What follows belongs to an exercise in optimizing a design on an open flow for small area and a short achievable clock period; a production flow would make more cautious choices. RTL that was checked went through simulation tests only; none was proved equivalent to the original.

==> run a: inputs <==
## fpfma
module fpfma (
    input  wire        clk,
    input  wire        rst_n,
    input  wire        in_valid,
    input  wire [1:0]  in_op,
    input  wire [1:0]  in_rnd,
    input  wire        in_ftz,
    input  wire        in_canon,
    input  wire [31:0] in_a,
    input  wire [31:0] in_b,
    input  wire [31:0] in_c,
    output reg         out_valid,
    output reg  [31:0] out_result,
    output reg  [4:0]  out_flags
);
clock: 28.0 ns
lec_check: 0
abc_area: 1
cap_margin: 40
core_margin: 2
core_utilization: 55
slew_margin: 60
standard.sh (not shown) runs the stock make flow with config.mk's settings and CLKGATE_MAP_FILE= SYNTH_SCRIPT=/design/flow/synth_recipe.tcl, a recipe that flattens the netlist after the stock synthesis.
==> flow/flow/run.sh <==
#!/bin/bash
# The standard layout (the standard.sh, standard synthesis included),
# with two changes to how it is made:
#  - the buffers that buffer_ports puts on the input and output ports are
#    sky130_fd_sc_hd__buf_2 instead of the delay buffer (clkdlybuf4s50_1)
#    the resizer picks by default; every port still gets its own buffer;
#  - repair_timing works with a setup margin of 21.3 ns, so that it speeds
#    up every path slower than 6.7 ns instead of only those that miss the
#    28 ns clock.  The clock, its period and the SDC are unchanged.
# make's output goes to flow.log; each ORFS step keeps its own log under
# orfs/logs/.
set -euo pipefail
bash standard.sh "BUFFER_PORTS_ARGS=-buffer_cell sky130_fd_sc_hd__buf_2" \
    "SETUP_SLACK_MARGIN=21.3" finish > flow.log 2>&1
==> run b (differences from run a) <==
--- a/flow/design.v
+++ b/flow/design.v
@@ -113,38 +113,38 @@
     always @(*) begin
         ztz = 5'd24;
         for (q = 23; q >= 0; q = q - 1)
             if (mz[q]) ztz = q;
     end
     wire          zstk = ~anchor_z & (ztz != 5'd24) & (sh_raw >= $signed({6'd0, ztz}) + (W - 23));
-    wire [W:0]   zrow = {zwin, zstk};
+    wire [W:0]   zrow = {zwin, zstk} ^ {(W+1){eff_sub}};
     wire [W+1:0] px, py;
     fpfma_pp tree (.a(mx), .b(my), .x(px), .y(py));
     reg         m_valid;
     reg [W+1:0] m_px, m_py;
     reg [W:0]   m_z;
     reg signed [10:0] m_tb;
     reg         m_sp, m_effsub, m_ftz, m_den, m_spec, m_inv;
     reg [1:0]   m_rnd;
-    reg [2:0]   m_specres;
+    reg [24:0]  m_specres;
     always @(posedge clk) begin
         m_valid   <= rst_n & r_valid;
-        m_px      <= {px[W+1:26], spec ? spec_res[21:0] : px[25:4], px[3:0]};
+        m_px      <= px;
         m_py      <= py;
         m_z       <= zrow;
         m_tb      <= tb;
         m_sp      <= sp;
         m_effsub  <= eff_sub;
         m_ftz     <= r_ftz;
         m_den     <= den_in;
         m_spec    <= spec;
         m_inv     <= spec_inv;
         m_rnd     <= r_rnd;
-        m_specres <= spec_res[24:22];
+        m_specres <= spec_res;
     end
-    wire [W+1:0] zr2  = {m_effsub, m_z ^ {(W+1){m_effsub}}};
+    wire [W+1:0] zr2  = {m_effsub, m_z};
     wire [W+1:0] s2_s = m_px ^ m_py ^ zr2;
     wire [W+1:0] s2_c = {(m_px[W:0] & m_py[W:0]) | (m_px[W:0] & zr2[W:0]) | (m_py[W:0] & zr2[W:0]), 1'b0};
     wire [W+1:0] cp_p = s2_s ^ s2_c;
     wire [W+1:0] cp_g = s2_s & s2_c;
     reg  [W+1:0] gg, pp;    
     integer k, lv;
@@ -173,16 +173,16 @@
     reg [W:0]   n_mag;
     reg [6:0]   n_lzc;
     reg         n_zero;
     reg signed [10:0] n_tb;
     reg         n_rsign, n_ftz, n_den, n_spec, n_inv;
     reg [1:0]   n_rnd;
-    reg [2:0]   n_specres;
+    reg [24:0]  n_specres;
     always @(posedge clk) begin
         n_valid   <= rst_n & m_valid;
-        n_mag     <= {mag[W:23], m_spec ? m_px[25:4] : mag[22:1], mag[0]};
+        n_mag     <= mag;
         n_lzc     <= lzc;
         n_zero    <= mag_zero;
         n_tb      <= m_tb;
         n_rsign   <= rsign;
         n_ftz     <= m_ftz;
         n_den     <= m_den;
@@ -225,13 +225,13 @@
     wire         to_max = (n_rnd == 2'd1) | (n_rnd == 2'd3 & ~n_rsign) | (n_rnd == 2'd2 & n_rsign);
     reg [31:0] res;
     reg [4:0]  flg;
     always @(*) begin
         flg = {n_den, 4'b0000};
         if (n_spec) begin
-            res = {n_specres[2], {8{n_specres[1]}}, n_specres[0], n_mag[22:1]};
+            res = {n_specres[24], {8{n_specres[23]}}, n_specres[22:0]};
             flg[0] = n_inv;
         end else if (n_zero) begin
             res = {(n_rnd == 2'd3), 31'd0};
         end else if (n_ftz & tiny) begin
             res = {n_rsign, 31'd0};
             flg[4:2] = 3'b111;
==> flow/run.sh (new file) <==
#!/bin/bash
# synth_recipe.tcl (not shown) runs the flow's synth.tcl, then flattens the netlist and writes it again
# the make line also repeats each setting of config.mk as NAME=value (left out here)
make -C /OpenROAD-flow-scripts/flow DESIGN_CONFIG=/design/flow/config.mk WORK_HOME=/design/flow/orfs CLKGATE_MAP_FILE= SYNTH_SCRIPT=/design/flow/synth_recipe.tcl finish
Settings changed: CORE_UTILIZATION 55 to 62.
removed: flow/flow/run.sh
removed: flow/standard.sh
==> run c (differences from run a) <==
--- a/flow/design.v
+++ b/flow/design.v
@@ -113,38 +113,38 @@
     always @(*) begin
         ztz = 5'd24;
         for (q = 23; q >= 0; q = q - 1)
             if (mz[q]) ztz = q;
     end
     wire          zstk = ~anchor_z & (ztz != 5'd24) & (sh_raw >= $signed({6'd0, ztz}) + (W - 23));
-    wire [W:0]   zrow = {zwin, zstk};
+    wire [W:0]   zrow = {zwin, zstk} ^ {(W+1){eff_sub}};
     wire [W+1:0] px, py;
     fpfma_pp tree (.a(mx), .b(my), .x(px), .y(py));
     reg         m_valid;
     reg [W+1:0] m_px, m_py;
     reg [W:0]   m_z;
     reg signed [10:0] m_tb;
     reg         m_sp, m_effsub, m_ftz, m_den, m_spec, m_inv;
     reg [1:0]   m_rnd;
-    reg [2:0]   m_specres;
+    reg [24:0]  m_specres;
     always @(posedge clk) begin
         m_valid   <= rst_n & r_valid;
-        m_px      <= {px[W+1:26], spec ? spec_res[21:0] : px[25:4], px[3:0]};
+        m_px      <= px;
         m_py      <= py;
         m_z       <= zrow;
         m_tb      <= tb;
         m_sp      <= sp;
         m_effsub  <= eff_sub;
         m_ftz     <= r_ftz;
         m_den     <= den_in;
         m_spec    <= spec;
         m_inv     <= spec_inv;
         m_rnd     <= r_rnd;
-        m_specres <= spec_res[24:22];
+        m_specres <= spec_res;
     end
-    wire [W+1:0] zr2  = {m_effsub, m_z ^ {(W+1){m_effsub}}};
+    wire [W+1:0] zr2  = {m_effsub, m_z};
     wire [W+1:0] s2_s = m_px ^ m_py ^ zr2;
     wire [W+1:0] s2_c = {(m_px[W:0] & m_py[W:0]) | (m_px[W:0] & zr2[W:0]) | (m_py[W:0] & zr2[W:0]), 1'b0};
     wire [W+1:0] cp_p = s2_s ^ s2_c;
     wire [W+1:0] cp_g = s2_s & s2_c;
     reg  [W+1:0] gg, pp;    
     integer k, lv;
@@ -162,27 +162,27 @@
     wire [W+1:0] c1 = {gg[W:0] | pp[W:0], 1'b1};
     wire         neg = m_effsub & (cp_p[W+1] ^ c0[W+1]);
     wire [W:0]   csel = ~m_effsub ? c0[W:0] : (neg ? ~c0[W:0] : c1[W:0]);
     wire [W:0]   mag = cp_p[W:0] ^ csel;
     wire         rsign = m_sp ^ neg;
     wire [6:0]   lim = m_tb[10] ? 7'd0 : ((m_tb > W) ? 7'd127 : m_tb[6:0]);
-    wire [W:0]   stopper = (lim > W) ? {(W+1){1'b0}} : ({{W{1'b0}}, 1'b1} << (W - lim));
-    wire [6:0]   lzc;
-    fpfma_lzc lz (.x(mag | stopper), .z(lzc));
-    wire         mag_zero = ~|mag;
+    wire [6:0]   lzc_raw;
+    fpfma_lzc lz (.x(mag), .z(lzc_raw));
+    wire [6:0]   lzc = (lzc_raw > lim) ? lim : lzc_raw;
+    wire         mag_zero = (lzc_raw == W + 1);
     reg         n_valid;
     reg [W:0]   n_mag;
     reg [6:0]   n_lzc;
     reg         n_zero;
     reg signed [10:0] n_tb;
     reg         n_rsign, n_ftz, n_den, n_spec, n_inv;
     reg [1:0]   n_rnd;
-    reg [2:0]   n_specres;
+    reg [24:0]  n_specres;
     always @(posedge clk) begin
         n_valid   <= rst_n & m_valid;
-        n_mag     <= {mag[W:23], m_spec ? m_px[25:4] : mag[22:1], mag[0]};
+        n_mag     <= mag;
         n_lzc     <= lzc;
         n_zero    <= mag_zero;
         n_tb      <= m_tb;
         n_rsign   <= rsign;
         n_ftz     <= m_ftz;
         n_den     <= m_den;
@@ -225,13 +225,13 @@
     wire         to_max = (n_rnd == 2'd1) | (n_rnd == 2'd3 & ~n_rsign) | (n_rnd == 2'd2 & n_rsign);
     reg [31:0] res;
     reg [4:0]  flg;
     always @(*) begin
         flg = {n_den, 4'b0000};
         if (n_spec) begin
-            res = {n_specres[2], {8{n_specres[1]}}, n_specres[0], n_mag[22:1]};
+            res = {n_specres[24], {8{n_specres[23]}}, n_specres[22:0]};
             flg[0] = n_inv;
         end else if (n_zero) begin
             res = {(n_rnd == 2'd3), 31'd0};
         end else if (n_ftz & tiny) begin
             res = {n_rsign, 31'd0};
             flg[4:2] = 3'b111;
==> flow/run.sh (new file) <==
#!/bin/bash
# synth_recipe.tcl (not shown) runs the flow's synth.tcl, then flattens the netlist and writes it again
# the make line also repeats each setting of config.mk as NAME=value (left out here)
make -C /OpenROAD-flow-scripts/flow DESIGN_CONFIG=/design/flow/config.mk WORK_HOME=/design/flow/orfs CLKGATE_MAP_FILE= SYNTH_SCRIPT=/design/flow/synth_recipe.tcl finish
removed: flow/flow/run.sh
removed: flow/standard.sh
==> run d (differences from run a) <==
--- a/flow/design.v
+++ b/flow/design.v
@@ -113,38 +113,38 @@
     always @(*) begin
         ztz = 5'd24;
         for (q = 23; q >= 0; q = q - 1)
             if (mz[q]) ztz = q;
     end
     wire          zstk = ~anchor_z & (ztz != 5'd24) & (sh_raw >= $signed({6'd0, ztz}) + (W - 23));
-    wire [W:0]   zrow = {zwin, zstk};
+    wire [W:0]   zrow = {zwin, zstk} ^ {(W+1){eff_sub}};
     wire [W+1:0] px, py;
     fpfma_pp tree (.a(mx), .b(my), .x(px), .y(py));
     reg         m_valid;
     reg [W+1:0] m_px, m_py;
     reg [W:0]   m_z;
     reg signed [10:0] m_tb;
     reg         m_sp, m_effsub, m_ftz, m_den, m_spec, m_inv;
     reg [1:0]   m_rnd;
-    reg [2:0]   m_specres;
+    reg [24:0]  m_specres;
     always @(posedge clk) begin
         m_valid   <= rst_n & r_valid;
-        m_px      <= {px[W+1:26], spec ? spec_res[21:0] : px[25:4], px[3:0]};
+        m_px      <= px;
         m_py      <= py;
         m_z       <= zrow;
         m_tb      <= tb;
         m_sp      <= sp;
         m_effsub  <= eff_sub;
         m_ftz     <= r_ftz;
         m_den     <= den_in;
         m_spec    <= spec;
         m_inv     <= spec_inv;
         m_rnd     <= r_rnd;
-        m_specres <= spec_res[24:22];
+        m_specres <= spec_res;
     end
-    wire [W+1:0] zr2  = {m_effsub, m_z ^ {(W+1){m_effsub}}};
+    wire [W+1:0] zr2  = {m_effsub, m_z};
     wire [W+1:0] s2_s = m_px ^ m_py ^ zr2;
     wire [W+1:0] s2_c = {(m_px[W:0] & m_py[W:0]) | (m_px[W:0] & zr2[W:0]) | (m_py[W:0] & zr2[W:0]), 1'b0};
     wire [W+1:0] cp_p = s2_s ^ s2_c;
     wire [W+1:0] cp_g = s2_s & s2_c;
     reg  [W+1:0] gg, pp;    
     integer k, lv;
@@ -162,50 +162,53 @@
     wire [W+1:0] c1 = {gg[W:0] | pp[W:0], 1'b1};
     wire         neg = m_effsub & (cp_p[W+1] ^ c0[W+1]);
     wire [W:0]   csel = ~m_effsub ? c0[W:0] : (neg ? ~c0[W:0] : c1[W:0]);
     wire [W:0]   mag = cp_p[W:0] ^ csel;
     wire         rsign = m_sp ^ neg;
     wire [6:0]   lim = m_tb[10] ? 7'd0 : ((m_tb > W) ? 7'd127 : m_tb[6:0]);
-    wire [W:0]   stopper = (lim > W) ? {(W+1){1'b0}} : ({{W{1'b0}}, 1'b1} << (W - lim));
-    wire [6:0]   lzc;
-    fpfma_lzc lz (.x(mag | stopper), .z(lzc));
-    wire         mag_zero = ~|mag;
+    wire [6:0]   lzc_raw, tzc;
+    fpfma_lzc lz (.x(mag), .z(lzc_raw));
+    wire [6:0]   lzc = (lzc_raw > lim) ? lim : lzc_raw;
+    reg  [W:0]   mag_rev;
+    integer r;
+    always @(*) for (r = 0; r <= W; r = r + 1) mag_rev[r] = mag[W - r];
+    fpfma_lzc tz (.x(mag_rev), .z(tzc));
     reg         n_valid;
     reg [W:0]   n_mag;
-    reg [6:0]   n_lzc;
-    reg         n_zero;
+    reg [6:0]   n_lzc, n_tzc;
     reg signed [10:0] n_tb;
     reg         n_rsign, n_ftz, n_den, n_spec, n_inv;
     reg [1:0]   n_rnd;
-    reg [2:0]   n_specres;
+    reg [24:0]  n_specres;
     always @(posedge clk) begin
         n_valid   <= rst_n & m_valid;
-        n_mag     <= {mag[W:23], m_spec ? m_px[25:4] : mag[22:1], mag[0]};
+        n_mag     <= mag;
         n_lzc     <= lzc;
-        n_zero    <= mag_zero;
+        n_tzc     <= tzc;
         n_tb      <= m_tb;
         n_rsign   <= rsign;
         n_ftz     <= m_ftz;
         n_den     <= m_den;
         n_spec    <= m_spec;
         n_inv     <= m_inv;
         n_rnd     <= m_rnd;
         n_specres <= m_specres;
     end
+    wire         mag_zero = (n_tzc == W + 1);
     wire [W:0]   nv6 = n_lzc[6] ? {n_mag[W-64:0], 64'd0} : n_mag;
     wire [W:0]   nv5 = n_lzc[5] ? {nv6[W-32:0], 32'd0} : nv6;
     wire [W:0]   nv4 = n_lzc[4] ? {nv5[W-16:0], 16'd0} : nv5;
     wire [W:0]   nv3 = n_lzc[3] ? {nv4[W-8:0], 8'd0} : nv4;
     wire [W:0]   nv2 = n_lzc[2] ? {nv3[W-4:0], 4'd0} : nv3;
     wire [W:0]   nv1 = n_lzc[1] ? {nv2[W-2:0], 2'd0} : nv2;
     wire [W:0]   nrm = n_lzc[0] ? {nv1[W-1:0], 1'd0} : nv1;
     wire [23:0]  n_m  = nrm[W:W-23];
     wire         n_g  = nrm[W-24];
     wire         n_g2 = nrm[W-25];
-    wire         n_st = (|nv5[W-57:0]) | (|nv4[W-41:W-56]) | (|nv3[W-33:W-40]) |
-                        (|nv2[W-29:W-32]) | (|nv1[W-27:W-28]) | nrm[W-26];
+    wire [7:0]   tzl  = {1'b0, n_tzc} + {1'b0, n_lzc};
+    wire         n_st = (tzl <= W - 26);
     function rnd_inc;
         input [1:0] mode;
         input       s, lsb, g, st;
         begin
             case (mode)
                 2'd0: rnd_inc = g & (st | lsb);
@@ -225,15 +228,15 @@
     wire         to_max = (n_rnd == 2'd1) | (n_rnd == 2'd3 & ~n_rsign) | (n_rnd == 2'd2 & n_rsign);
     reg [31:0] res;
     reg [4:0]  flg;
     always @(*) begin
         flg = {n_den, 4'b0000};
         if (n_spec) begin
-            res = {n_specres[2], {8{n_specres[1]}}, n_specres[0], n_mag[22:1]};
+            res = {n_specres[24], {8{n_specres[23]}}, n_specres[22:0]};
             flg[0] = n_inv;
-        end else if (n_zero) begin
+        end else if (mag_zero) begin
             res = {(n_rnd == 2'd3), 31'd0};
         end else if (n_ftz & tiny) begin
             res = {n_rsign, 31'd0};
             flg[4:2] = 3'b111;
         end else if (ovf) begin
             res = to_max ? {n_rsign, 31'h7F7F_FFFF} : {n_rsign, 31'h7F80_0000};
==> flow/run.sh (new file) <==
#!/bin/bash
# synth_recipe.tcl (not shown) runs the flow's synth.tcl, then flattens the netlist and writes it again
# the make line also repeats each setting of config.mk as NAME=value (left out here)
make -C /OpenROAD-flow-scripts/flow DESIGN_CONFIG=/design/flow/config.mk WORK_HOME=/design/flow/orfs CLKGATE_MAP_FILE= SYNTH_SCRIPT=/design/flow/synth_recipe.tcl finish
Settings changed: CORE_UTILIZATION 55 to 45.
removed: flow/flow/run.sh
removed: flow/standard.sh
==> summary.md <==
| Metric | Value |
|---|---|
| Dpl cell area | `46660 µm²` |
| FFs & Latches | `497` |
| DR iter-0 viols | `4778` |
| Multi-input combinational area share | `60.84%` |
| Area of the core | `96710 µm²` |
| M1 GR Usage | `42.26%` |
| Run status | `timing/DRC/antenna clean` |
| WHS | `327.4 ps` |
| Initial antenna violation count | `14` |
| Die width | `316.2 µm` |
| Pre-Repair DR Iteration Count | `7` |
(the above is from run d)
==> summary.md <==
| Metric | Value |
|---|---|
| Pre-Repair DR Iteration Count | `10` |
| Initial antenna violation count | `18` |
| Dpl cell area | `45820 µm²` |
| WHS | `325.6 ps` |
| FFs & Latches | `491` |
| Die width | `269.9 µm` |
| Area of the core | `70030 µm²` |
| DR iter-0 viols | `5953` |
| M1 GR Usage | `56.09%` |
| Run status | `timing/DRC/antenna clean` |
(the above is from run b)
==> summary.md <==
| Metric | Value |
|---|---|
| Run status | `timing/DRC/antenna clean` |
| Dpl cell area | `44890 µm²` |
| Multi-input combinational area share | `62.54%` |
| FFs & Latches | `447` |
| Pre-Repair DR Iteration Count | `7` |
| M1 GR Usage | `53.60%` |
| Die width | `284.7 µm` |
| DR iter-0 viols | `5398` |
| Initial antenna violation count | `5` |
(the above is from run a)
==> summary.md <==
| Metric | Value |
|---|---|
| Run status | `timing/DRC/antenna clean` |
| DR iter-0 viols | `4241` |
| Num ports | `143` |
| M1 GR Usage | `49.98%` |
| Worst path max stage delay | `570 ps` |
| Area of the multi-input gates | `28640 µm²` |
| Dpl cell area | `45060 µm²` |
| Area of the core | `77210 µm²` |
| Pre-Repair DR Iteration Count | `9` |
| GRT met2 Usage | `60.60%` |
(the above is from run c)
Function not checked in run b and run d: the RTL went through the layout flow alone.

-- what the ideal ports hide --
Ports are ideal in the flow. The routed layouts listed here were re-timed in OpenROAD. Step 1, drivers: a clkbuf_16 drives clk and a buf_2 each remaining input, both assumed. Step 2 times the ports against the registers' clock, not the clock port: input delays grow and output delays shrink by t, the midpoint of the rising clock arrivals with the driver on. Slacks: ideal / step 1 / step 2; pairs: ideal / step 1.
run	t (ns)	setup WS [ns]	worst setup path after step 2	pins driven straight from the clock port
run a	0.681	21.308 / 21.236 / 20.905	input to register	1
run b	0.710	20.827 / 20.755 / 20.304	input to register	1
run c	0.696	20.886 / 20.812 / 20.491	input to register	1
run d	0.718	20.868 / 20.794 / 20.383	input to register	1
After both steps every run listed still meets setup and hold. For run b, which loses most, drivers alone change the setup slack by -0.072 ns; drivers and shift together by -0.523 ns.
